What follows belongs to an exercise in optimizing a design on an open flow for small area; a production flow would make more cautious choices.
Function was checked by simulation only, so behaviour that the tests miss may differ from the original.

job 8307:
==> flow/design.v (excerpt) <==
module clu_eval (
    input  wire        clk,
    input  wire        rst,         
    input  wire        start,
    input  wire [1:0]  mode,        
    input  wire        rev,
    input  wire        d_on_pv,
    input  wire        irst,
    input  wire        inj_en,
    input  wire        inj_point,   
    input  wire [15:0] inj_sig,
    input  wire [15:0] pv,
    input  wire [15:0] sp,
    input  wire [15:0] ff,
    input  wire [15:0] man,
    input  wire [19:0] kp,          
    input  wire [19:0] ki,
    input  wire [19:0] kd,
    input  wire [15:0] df,
    input  wire [15:0] umin,
    input  wire [15:0] umax,
    input  wire [15:0] rate,
    input  wire [39:0] c_i,         
    input  wire [15:0] c_out,
    input  wire [15:0] c_err,
    input  wire [15:0] c_pv,
    input  wire [15:0] c_dstate,
    output wire        done,
    output wire [39:0] i_out,
    output wire [15:0] d_out,
    output wire [15:0] err_out,
    output wire [15:0] pv_out,
    output wire [15:0] cand_out,
    output wire        sat,
    output wire        ova,
    output wire        lim_inv,
    output wire        at_hi,
    output wire        at_lo,
    output wire        rate_lim
);
clock: 90.0 ns
lec_check: 0
abc_area: 1
cap_margin: 20
core_margin: 2
core_utilization: 45
cts_cluster_diameter: 50
cts_cluster_size: 8
gpl_timing_driven: 0
slew_margin: 20
standard.sh (not shown) runs the stock make flow with config.mk's settings and CLKGATE_MAP_FILE= SYNTH_SCRIPT=/design/flow/synth_recipe.tcl, a recipe that flattens the netlist after the stock synthesis.
==> flow/flow/run.sh <==
#!/bin/bash
# The standard ORFS layout (standard.sh), with these changes:
#  - the port buffers use the smallest buffer cell instead of the resizer's
#    pick (every input and output port still gets its own buffer);
#  - synthesis maps all logic, adders included, with an area-oriented ABC
#    script instead of first extracting full/half-adder cells (the
#    flip-flops are mapped before ABC runs, so they are the standard
#    synthesis's).
# The make output goes to standard_flow.log; ORFS keeps each step's log
# under orfs/logs.
set -euo pipefail
here=$(pwd)
rm -rf "$here/scripts_local"
cp -r "$FLOW_HOME/scripts" "$here/scripts_local"
cp "$here/flow/abc_area.script" "$here/scripts_local/abc_area.script"
export BUFFER_PORTS_ARGS="-buffer_cell sky130_fd_sc_hd__buf_1"
bash standard.sh SCRIPTS_DIR="$here/scripts_local" ADDER_MAP_FILE= finish > standard_flow.log 2>&1
==> flow/flow/abc_area.script <==
strash
dch -f
amap -m -F 4 -A 10
mfs2 -a
strash
dch -f
amap -m -F 4 -A 10
mfs2 -a
strash
dch -f
amap -m -F 4 -A 10
mfs2 -a
strash
dch -f
amap -m -F 4 -A 10
mfs2 -a
strash
dch -f
amap -m -F 4 -A 10
topo
dnsize -c
Job 8307 completed end to end with timing, DRC and antenna clean.
### job 8307 -> job 4553
Settings: GPL_TIMING_DRIVEN removed (was 0).
==> flow/flow/run.sh <==
#!/bin/bash
# The standard ORFS layout (standard.sh), with two changes:
#  - the port buffers use the smallest buffer cell instead of the resizer's
#    pick (every input and output port still gets its own buffer);
#  - synthesis maps the logic with an area-oriented ABC script (the flip-flops
#    are mapped before ABC runs, so they are the standard synthesis's).
# The make output goes to standard_flow.log; ORFS keeps each step's log
# under orfs/logs.
set -euo pipefail
here=$(pwd)
rm -rf "$here/scripts_local"
cp -r "$FLOW_HOME/scripts" "$here/scripts_local"
cp "$here/flow/abc_area.script" "$here/scripts_local/abc_area.script"
export BUFFER_PORTS_ARGS="-buffer_cell sky130_fd_sc_hd__buf_1"
bash standard.sh SCRIPTS_DIR="$here/scripts_local" finish > standard_flow.log 2>&1
==> flow/flow/abc_area.script <==
strash
dch -f
amap -m -F 4 -A 10
mfs2 -a
strash
dch -f
amap -m -F 4 -A 10
mfs2 -a
strash
dch -f
amap -m -F 4 -A 10
topo
dnsize -c
Notes after the runs:
Final clock period utilization by the worst path (job 4553 over job 8307): increase, 14 points. The final reports for job 4553 and job 8307 show routed length on met2 lower in the former. Per the comparison of job 4553 with job 8307, layout overhead on the synthesized area went down, detailed-route via count shows a reduction of 4164, final worst slack has decreased, sequential-to-total area share from yosys stat fell 0.18 points. From job 8307 to job 4553 the numbers moved as follows: first-pass GRT wire length decreased by 7.9% relative to the old numbers, total length of routed met3 wires saw a decrease.
diff inputs: job 4553 => job 579
Settings: CAP_MARGIN now 5, was 20; GPL_TIMING_DRIVEN now 0, previously not set; SLEW_MARGIN now 5, was 20.
==> flow/flow/run.sh <==
#!/bin/bash
# The standard ORFS layout (standard.sh), with these changes:
#  - the port buffers use the smallest buffer cell instead of the resizer's
#    pick (every input and output port still gets its own buffer);
#  - synthesis maps all logic, adders included, with an area-oriented ABC
#    script instead of first extracting full/half-adder cells (the
#    flip-flops are mapped before ABC runs, so they are the standard
#    synthesis's).
# The make output goes to standard_flow.log; ORFS keeps each step's log
# under orfs/logs.
set -euo pipefail
here=$(pwd)
rm -rf "$here/scripts_local"
cp -r "$FLOW_HOME/scripts" "$here/scripts_local"
cp "$here/flow/abc_area.script" "$here/scripts_local/abc_area.script"
export BUFFER_PORTS_ARGS="-buffer_cell sky130_fd_sc_hd__buf_1"
bash standard.sh SCRIPTS_DIR="$here/scripts_local" ADDER_MAP_FILE= finish > standard_flow.log 2>&1
==> flow/flow/abc_area.script <==
strash
dch -f
amap -m -F 4 -A 10
mfs2 -a
strash
dch -f
amap -m -F 4 -A 10
mfs2 -a
strash
dch -f
amap -m -F 4 -A 10
mfs2 -a
strash
dch -f
amap -m -F 4 -A 10
mfs2 -a
strash
dch -f
amap -m -F 4 -A 10
topo
dnsize -c
Results
- Among job 579 and job 4553, a clean, completed layout was produced by job 4553 alone.
- From job 4553 to job 579 the numbers moved as follows: delay of the slowest critical-path stage moved up, amount of wire on met3 after detailed routing up 19%.
- Job 579 reports a lower non-clock buffer count than job 4553 does.
- Diff job 4553 -> job 579: routed wire length rose about 8%, area of all placed cells without fillers fell 0.57%, total number of vias rose 3918.
- Comparing the two runs side by side, job 579 comes out ahead of job 4553 on setup slack after layout.
- Of job 579 and job 4553, the run reporting the higher area added between synthesis and finish was job 579.
- On average vias per placed instance, job 579 and job 4553 are basically level.
Inputs modified between job 579 and job 5210:
Settings: a change of SLEW_MARGIN from 5 to 20; a change of CAP_MARGIN from 5 to 20.
==> flow/flow/run.sh <==
#!/bin/bash
# The standard ORFS layout (standard.sh), with two changes:
#  - the port buffers use the smallest buffer cell instead of the resizer's
#    pick (every input and output port still gets its own buffer);
#  - synthesis maps the logic with an area-oriented ABC script (the flip-flops
#    are mapped before ABC runs, so they are the standard synthesis's).
# The make output goes to standard_flow.log; ORFS keeps each step's log
# under orfs/logs.
set -euo pipefail
here=$(pwd)
rm -rf "$here/scripts_local"
cp -r "$FLOW_HOME/scripts" "$here/scripts_local"
cp "$here/flow/abc_area.script" "$here/scripts_local/abc_area.script"
export BUFFER_PORTS_ARGS="-buffer_cell sky130_fd_sc_hd__buf_1"
bash standard.sh SCRIPTS_DIR="$here/scripts_local" finish > standard_flow.log 2>&1
==> flow/flow/abc_area.script <==
strash
dch -f
amap -m -F 4 -A 10
mfs2 -a
strash
dch -f
amap -m -F 4 -A 10
mfs2 -a
strash
dch -f
amap -m -F 4 -A 10
topo
dnsize -c
==> run summary <==
Complete run, failing final checks: job 579, reason capacitance limit, slew limit. In summary, job 5210 completed successfully, with a layout that passed the timing, DRC and antenna checks. Higher global-route usage was reported by job 579, not job 5210. Diff job 579 -> job 5210: time the worst path needs with I/O delays and setup now larger. Compared with job 579, total area of multi-input combinational cells in job 5210 decreased slightly. [compare] base=job 579 new=job 5210: first-iteration DRC count fell 698, global-route wire length before repair shrank by 7.2%, synthesized-area fraction occupied by ao, oa, aoi and oai cells fell 19 points, number of pins with negative max-slew slack in the final report dropped 8. met1 layer wirelength in the final routing of job 5210 falls short of that of job 579 by a little under 10%.
Edits applied to the flow inputs when going from job 5210 to job 5524:
Settings: GPL_TIMING_DRIVEN no longer set, was 0.
==> flow/flow/run.sh <==
#!/bin/bash
# The standard ORFS layout (standard.sh), with these changes:
#  - the port buffers use the smallest buffer cell instead of the resizer's
#    pick (every input and output port still gets its own buffer);
#  - synthesis maps all logic, adders included, with an area-oriented ABC
#    script instead of first extracting full/half-adder cells (the
#    flip-flops are mapped before ABC runs, so they are the standard
#    synthesis's).
# The make output goes to standard_flow.log; ORFS keeps each step's log
# under orfs/logs.
set -euo pipefail
here=$(pwd)
rm -rf "$here/scripts_local"
cp -r "$FLOW_HOME/scripts" "$here/scripts_local"
cp "$here/flow/abc_area.script" "$here/scripts_local/abc_area.script"
export BUFFER_PORTS_ARGS="-buffer_cell sky130_fd_sc_hd__buf_1"
bash standard.sh SCRIPTS_DIR="$here/scripts_local" ADDER_MAP_FILE= finish > standard_flow.log 2>&1
==> flow/flow/abc_area.script <==
strash
dch -f
amap -m -F 4 -A 10
mfs2 -a
strash
dch -f
amap -m -F 4 -A 10
mfs2 -a
strash
dch -f
amap -m -F 4 -A 10
mfs2 -a
strash
dch -f
amap -m -F 4 -A 10
mfs2 -a
strash
dch -f
amap -m -F 4 -A 10
topo
dnsize -c
### Flow results
- Run comparison: job 5210 uppermost metal layer occupied by signal nets met4; job 5524 uppermost metal layer occupied by signal nets met5
- Worst stage delay on the critical path: job 5524 vs job 5210 down 0.10 ns
- As far as worst-case clock buffer depth goes, job 5524 and job 5210 are indistinguishable; the numbers are identical.
- Data arrival at the endpoint of the critical path: job 5524 and job 5210 compared, higher one is job 5210
- Job 5524: setup slack 17.73 ns above job 5210
- Job 5524: full flow OK, the timing, DRC and antenna checks passed

* * *

Another version of the RTL of clu_eval (not shown whole).
Size: about 3200 cells after synthesis, about 100 flip-flops, roughly 430 I/O pins, about 21000 µm² of cells after synthesis.
==> flow/config.mk <==
export PLATFORM = sky130hd
export DESIGN_NAME = clu_eval
export DESIGN_NICKNAME = clu_eval
export VERILOG_FILES = /design/flow/design.v
export SDC_FILE = /design/flow/constraint.sdc
export NUM_CORES = 4
export LEC_CHECK = 0
export ABC_AREA = 1
export CAP_MARGIN = 20
export CORE_MARGIN = 2
export CORE_UTILIZATION = 45
export CTS_CLUSTER_DIAMETER = 50
export CTS_CLUSTER_SIZE = 8
export SLEW_MARGIN = 20
==> flow/constraint.sdc <==
create_clock -name core_clock -period 90.0 [get_ports {clk}]
set_input_delay 18.0000 -clock core_clock [delete_from_list [all_inputs] [get_ports {clk}]]
set_output_delay 18.0000 -clock core_clock [all_outputs]
set_load 0.01 [all_outputs]
==> flow/flow/run.sh <==
#!/bin/bash
# Standard ORFS layout (the standard.sh, standard synthesis unchanged), except
# that the port buffers use the smallest buffer cell instead of the resizer's pick.
# Every input and output port still gets its own buffer.
set -euo pipefail
export BUFFER_PORTS_ARGS="-buffer_cell sky130_fd_sc_hd__buf_1"
bash standard.sh finish > standard_flow.log 2>&1
The baseline passed the timing, DRC and antenna checks.
Rerun with:
==> flow/flow/run.sh (replaced) <==
#!/bin/bash
# The standard ORFS layout (standard.sh), with two changes:
#  - the port buffers use the smallest buffer cell instead of the resizer's
#    pick (every input and output port still gets its own buffer);
#  - synthesis maps the logic with an area-oriented ABC script (the flip-flops
#    are mapped before ABC runs, so they are the standard synthesis's).
# The make output goes to standard_flow.log; ORFS keeps each step's log
# under orfs/logs.
set -euo pipefail
here=$(pwd)
rm -rf "$here/scripts_local"
cp -r "$FLOW_HOME/scripts" "$here/scripts_local"
cp "$here/flow/abc_area.script" "$here/scripts_local/abc_area.script"
export BUFFER_PORTS_ARGS="-buffer_cell sky130_fd_sc_hd__buf_1"
bash standard.sh SCRIPTS_DIR="$here/scripts_local" finish > standard_flow.log 2>&1
==> flow/flow/abc_area.script (new file) <==
strash
dch -f
amap -m
mfs2
strash
dch -f
amap -m
topo
dnsize -c
Outcome:
- routed wire length falls by 9.5%
- register-to-register slack is worse by 2.8 ns
- worst setup slack degrades by 0.28 ns
- cell count decreases by 18%
- synthesized area falls by 12%
- via count came out lower by 8.4%
Rerun with:
==> flow/run.sh (new file) <==
#!/bin/bash
# synth_recipe.tcl (not shown) runs the flow's synth.tcl, then flattens the netlist and writes it again
# the make line also repeats each setting of config.mk as NAME=value (left out here)
make -C /OpenROAD-flow-scripts/flow DESIGN_CONFIG=/design/flow/config.mk WORK_HOME=/design/flow/orfs CLKGATE_MAP_FILE= SYNTH_SCRIPT=/design/flow/synth_recipe.tcl finish
- ABC_AREA: 1 -> unset
removed: flow/flow/run.sh
removed: flow/flow/abc_area.script
removed: flow/standard.sh
Effect: Maximum frequency came out lower by about 0.5%. Hold slack is better by 0.017 ns.

* * *

Another version of the RTL of clu_eval (not shown whole).
For scale: about 2200 cells after synthesis, ~100 flip-flops, roughly 430 I/O pins, ~0.017 mm2 of cells after synthesis.
## clu_eval
module clu_eval (
    input  wire        clk,
    input  wire        rst,         
    input  wire        start,
    input  wire [1:0]  mode,        
    input  wire        rev,
    input  wire        d_on_pv,
    input  wire        irst,
    input  wire        inj_en,
    input  wire        inj_point,   
    input  wire [15:0] inj_sig,
    input  wire [15:0] pv,
    input  wire [15:0] sp,
    input  wire [15:0] ff,
    input  wire [15:0] man,
    input  wire [19:0] kp,          
    input  wire [19:0] ki,
    input  wire [19:0] kd,
    input  wire [15:0] df,
    input  wire [15:0] umin,
    input  wire [15:0] umax,
    input  wire [15:0] rate,
    input  wire [39:0] c_i,         
    input  wire [15:0] c_out,
    input  wire [15:0] c_err,
    input  wire [15:0] c_pv,
    input  wire [15:0] c_dstate,
    output wire        done,
    output wire [39:0] i_out,
    output wire [15:0] d_out,
    output wire [15:0] err_out,
    output wire [15:0] pv_out,
    output wire [15:0] cand_out,
    output wire        sat,
    output wire        ova,
    output wire        lim_inv,
    output wire        at_hi,
    output wire        at_lo,
    output wire        rate_lim
);
    function automatic [47:0] rca(input [47:0] a, input [47:0] b, input ci);
        integer i;
        reg c;
        begin
            c = ci;
            for (i = 0; i < 48; i = i + 1) begin
                rca[i] = a[i] ^ b[i] ^ c;
                c      = (a[i] & b[i]) | (c & (a[i] ^ b[i]));
            end
        end
    endfunction
    function automatic lt16(input [15:0] a, input [15:0] b);
        integer i;
        reg c;
        reg [15:0] x, y;
        begin
            x = {~a[15], a[14:0]};
            y = {~b[15], b[14:0]};
            c = 1'b1;
            for (i = 0; i < 16; i = i + 1)
                c = (x[i] & ~y[i]) | (c & (x[i] | ~y[i]));
            lt16 = ~c;
        end
    endfunction
    function automatic [15:0] sat17(input [16:0] x);
        if (x[16] != x[15]) sat17 = {x[16], {15{~x[16]}}};
        else                sat17 = x[15:0];
    endfunction
    function automatic ovf17(input [16:0] x);
        ovf17 = x[16] ^ x[15];
    endfunction
    reg [4:0] cnt;
    always @(posedge clk) begin
        if (rst)
            cnt <= 5'd0;
        else if (cnt == 5'd0)
            cnt <= start ? 5'd1 : 5'd0;
  ...
clock: 90.0 ns
lec_check: 0
abc_area: 1
cap_margin: 20
core_margin: 2
core_utilization: 45
cts_buf_list: sky130_fd_sc_hd__clkbuf_4 sky130_fd_sc_hd__clkbuf_8
cts_cluster_diameter: 50
cts_cluster_size: 8
slew_margin: 20
==> flow/flow/run.sh <==
#!/bin/bash
# The standard ORFS layout (standard.sh), with two changes:
#  - the port buffers use the smallest buffer cell instead of the resizer's
#    pick (every input and output port still gets its own buffer);
#  - synthesis maps the logic with an area-oriented ABC script (the flip-flops
#    are mapped before ABC runs, so they are the standard synthesis's).
# The make output goes to standard_flow.log; ORFS keeps each step's log
# under orfs/logs.
set -euo pipefail
here=$(pwd)
rm -rf "$here/scripts_local"
cp -r "$FLOW_HOME/scripts" "$here/scripts_local"
cp "$here/flow/abc_area.script" "$here/scripts_local/abc_area.script"
export BUFFER_PORTS_ARGS="-buffer_cell sky130_fd_sc_hd__buf_1"
bash standard.sh SCRIPTS_DIR="$here/scripts_local" finish > standard_flow.log 2>&1
==> flow/flow/abc_area.script <==
strash
dch -f
amap -m
mfs2
strash
dch -f
amap -m
topo
dnsize -c
The starting point went through all stages and came out clean.
Change:
==> flow/flow/abc_area.script (replaced) <==
strash
dch -f
amap -m -F 4 -A 10
mfs2 -a
strash
dch -f
amap -m -F 4 -A 10
mfs2 -a
strash
dch -f
amap -m -F 4 -A 10
topo
dnsize -c
CTS_BUF_LIST = default   (was sky130_fd_sc_hd__clkbuf_4 sky130_fd_sc_hd__clkbuf_8)
Setup slack got worse by 0.59 ns; sequential share of layout area climbs by 0.16 points; design area drops by 1.2%; maximum frequency drops by 0.73%; critical path depth climbs by 1; final cell count drops by 4.3%; register-to-register slack got worse by 1.2 ns; die area drops by 1.1%; flip-flop and latch count stays the same.

[separate check: timing with driven ports]
In the flow no input, the clock included, has a driving cell. The finished layouts below were timed again as built, in two steps.
Step 1 assumes that a clkbuf_16 drives the clock port and a buf_2 every other input.
Step 2, shift: input delay + t, output delay - t, t = (earliest + latest rising clock arrival at the registers) / 2. This alone moves slack from input paths to output paths.
Slacks: ideal ports / drivers / drivers and shift; pairs: ideal ports / drivers.
| run | t, ns | setup slack, ns | cell pins on the clock port's net |
|---|---|---|---|
| job 8307 | 0.419 | 16.385 / 16.309 / 16.309 | 1 |
| job 4553 | 0.412 | 4.033 / 4.009 / 4.009 | 1 |
| job 579 | 0.424 | 15.814 / 15.728 / 15.728 | 1 |
| job 5210 | 0.417 | 2.225 / 2.198 / 2.198 | 1 |
| job 5524 | 0.416 | 19.957 / 19.929 / 19.929 | 1 |
| the first run of note 2 | 0.435 | 8.853 / 8.828 / 8.828 | 1 |
| the second run of note 2 | 0.435 | 8.575 / 8.552 / 8.552 | 1 |
| the third run of note 2 | 0.428 | 8.144 / 8.119 / 8.119 | 1 |
| the first run of note 3 | 0.440 | 9.642 / 9.623 / 9.623 | 1 |
| the second run of note 3 | 0.421 | 9.054 / 9.033 / 9.033 | 1 |
The setup slack of job 579, which loses most, moves by -0.086 ns with the drivers and by -0.086 ns with both steps.
